This design comes from an exercise in tuning for small area, a short achievable clock period and few clock cycles per item on the open sky130 flow, not from production work.
Function was checked by simulation only, so behaviour that the tests miss may differ from the original.

== wip/tundra ==
## sgl_flit_rx
module sgl_flit_rx (
  input  wire        clk,
  input  wire        rst,            
  input  wire        in_valid,
  input  wire [63:0] in_data,        
  output wire        in_ready,
  output wire        out_valid,
  output wire [63:0] out_data,       
  output wire        out_last,       
  output wire        out_pass,       
  output wire        out_fec_ok,     
  output wire [2:0]  out_corr,       
  output wire [23:0] out_corr_pos    
);
export LEC_CHECK = 0
export CAP_MARGIN = 20
export CORE_MARGIN = 2
export CORE_UTILIZATION = 58
export SLEW_MARGIN = 20
create_clock -name core_clock -period 14.0 [get_ports {clk}]
standard.sh (not shown) runs the stock make flow with config.mk's settings and CLKGATE_MAP_FILE= SYNTH_SCRIPT=/design/flow/synth_recipe.tcl, a recipe that flattens the netlist after the stock synthesis.
==> flow/flow/run.sh <==
#!/bin/bash
# The standard ORFS layout (standard.sh), with three changes to how the
# layout is made (the SDC, clock period and all constraints are unchanged):
#  - ports are buffered with buf_4 instead of the buffer ORFS picks,
#  - CTS inserts no dummy loads,
#  - repair_timing works towards a setup slack margin of 9.5 ns.
# The full make output goes to standard.log; ORFS's per-step logs are under
# orfs/logs.
set -euo pipefail
export BUFFER_PORTS_ARGS="-buffer_cell sky130_fd_sc_hd__buf_2"
export CTS_ARGS="-sink_clustering_enable -repair_clock_nets -dont_use_dummy_load -sink_clustering_size 30 -sink_clustering_max_diameter 60"
export SETUP_SLACK_MARGIN=9.7
bash standard.sh > standard.log 2>&1
Testbench counts of wip/tundra, summed over its fixed seeds: cycles 16,648, flits 512.
diff inputs: wip/tundra => wip/violet
-- flow/flow/run.sh --
<<< wip/tundra, line 11
export CTS_ARGS="-sink_clustering_enable -repair_clock_nets -dont_use_dummy_load -sink_clustering_size 30 -sink_clustering_max_diameter 60"
export SETUP_SLACK_MARGIN=9.7
bash standard.sh > standard.log 2>&1
>>> wip/violet, line 11
export CTS_ARGS="-sink_clustering_enable -repair_clock_nets -dont_use_dummy_load -sink_clustering_size 30 -sink_clustering_max_diameter 60"
export SETUP_SLACK_MARGIN=9.8
bash standard.sh > standard.log 2>&1
-- flow/config.mk --
<<< wip/tundra, line 9
export CORE_MARGIN = 2
export CORE_UTILIZATION = 58
export SLEW_MARGIN = 20
>>> wip/violet, line 9
export CORE_MARGIN = 2
export CORE_UTILIZATION = 65
export SLEW_MARGIN = 20
Findings:
Initial cell density of the core: wip/violet higher than wip/tundra. wip/violet: total global-route track usage 4.2 points above wip/tundra. Between wip/tundra and wip/violet, the flow reports number of instances in the placed design decreasing by a few percent. Relative to wip/tundra, layout overhead on the synthesized area has gone down in wip/violet.
[inputs] wip/fjord vs wip/violet
-- flow/config.mk --
<<< wip/violet, line 9
export CORE_MARGIN = 2
export CORE_UTILIZATION = 65
export SLEW_MARGIN = 20
>>> wip/fjord, line 9
export CORE_MARGIN = 2
export CORE_UTILIZATION = 50
export SLEW_MARGIN = 20
Notes after the runs:
Cmp wip/fjord vs wip/violet: post-cts sizing count lower in wip/fjord. ~same portion of the layout cell area used by non-clock buffers in wip/fjord and wip/violet. Clock buffer count in the final layout (wip/fjord over wip/violet): increase, about 10%. Amount of wire on met3 after detailed routing (higher): wip/violet. wip/fjord vs wip/violet: final core area utilization down in wip/fjord. Of wip/fjord and wip/violet, wip/fjord shows the higher number of buffers created by CTS, with wip/violet below it. STATUS first-pass GRT wire length: wip/fjord wins against wip/violet. Taking wip/violet as the reference, in wip/fjord share of the final layout cell area in multi-input gates decreased by 0.17 points relative to the old numbers, total non-filler cell area in the finished layout increased by about 1.4% relative to the old numbers.
### wip/fjord -> wip/onyx
==> flow/flow/run.sh <==
#!/bin/bash
# The standard ORFS layout (standard.sh), with three changes to how the
# layout is made (the SDC, clock period and all constraints are unchanged):
#  - ports are buffered with buf_2 instead of the buffer ORFS picks,
#  - CTS clusters up to 30 sinks within 60 um and inserts no dummy loads,
#  - repair_timing works towards a setup slack margin of 9.9 ns.
# The full make output goes to standard.log; ORFS's per-step logs are under
# orfs/logs.
set -euo pipefail
export BUFFER_PORTS_ARGS="-buffer_cell sky130_fd_sc_hd__buf_2"
export CTS_ARGS="-sink_clustering_enable -repair_clock_nets -dont_use_dummy_load -sink_clustering_size 30 -sink_clustering_max_diameter 60"
export SETUP_SLACK_MARGIN=9.9
bash standard.sh > standard.log 2>&1
-- flow/config.mk --
<<< wip/fjord, line 7
export LEC_CHECK = 0
export CAP_MARGIN = 20
export CORE_MARGIN = 2
export CORE_UTILIZATION = 50
export SLEW_MARGIN = 20
>>> wip/onyx, line 7
export LEC_CHECK = 0
export CAP_MARGIN = 0
export CORE_MARGIN = 2
export CORE_UTILIZATION = 62
export SLEW_MARGIN = 0
Results
- Summary of wip/onyx over wip/fjord: first-pass GRT wire length saw an increase; worst setup slack saw an increase.
- Clock buffer instance count of the final layout (lower): wip/onyx

-- port drivers added, routing unchanged --
How much do the figures lean on ideal ports? The routed layouts below were timed once more, with nothing changed but the port constraints.
Step 1 (the two cells are an assumption about what drives the block):
set clk [get_ports {clk}]
set_driving_cell -lib_cell sky130_fd_sc_hd__clkbuf_16 $clk
set_driving_cell -lib_cell sky130_fd_sc_hd__buf_2 [delete_from_list [all_inputs] $clk]
Step 2 adds t to the input delays and takes it off the output delays; t is the mean of the earliest and latest rising clock arrival at the registers after step 1. Input paths then give back, and output paths get back, about the clock's delay inside the block.
Slacks: ideal / step 1 / step 2; pairs: ideal / step 1.
run	shift t [ns]	setup WS [ns]	worst register clock-pin slew, ns
wip/tundra	0.795	9.762 / 9.686 / 9.090	0.11 / 0.11
wip/violet	0.774	9.792 / 9.714 / 9.201	0.12 / 0.12
wip/fjord	0.787	9.638 / 9.562 / 9.289	0.11 / 0.11
wip/onyx	0.772	9.744 / 9.666 / 9.359	0.12 / 0.12
After both steps every run listed still meets setup and hold. The setup slack of wip/tundra, which loses most, moves by -0.076 ns with the drivers and by -0.672 ns with both steps.
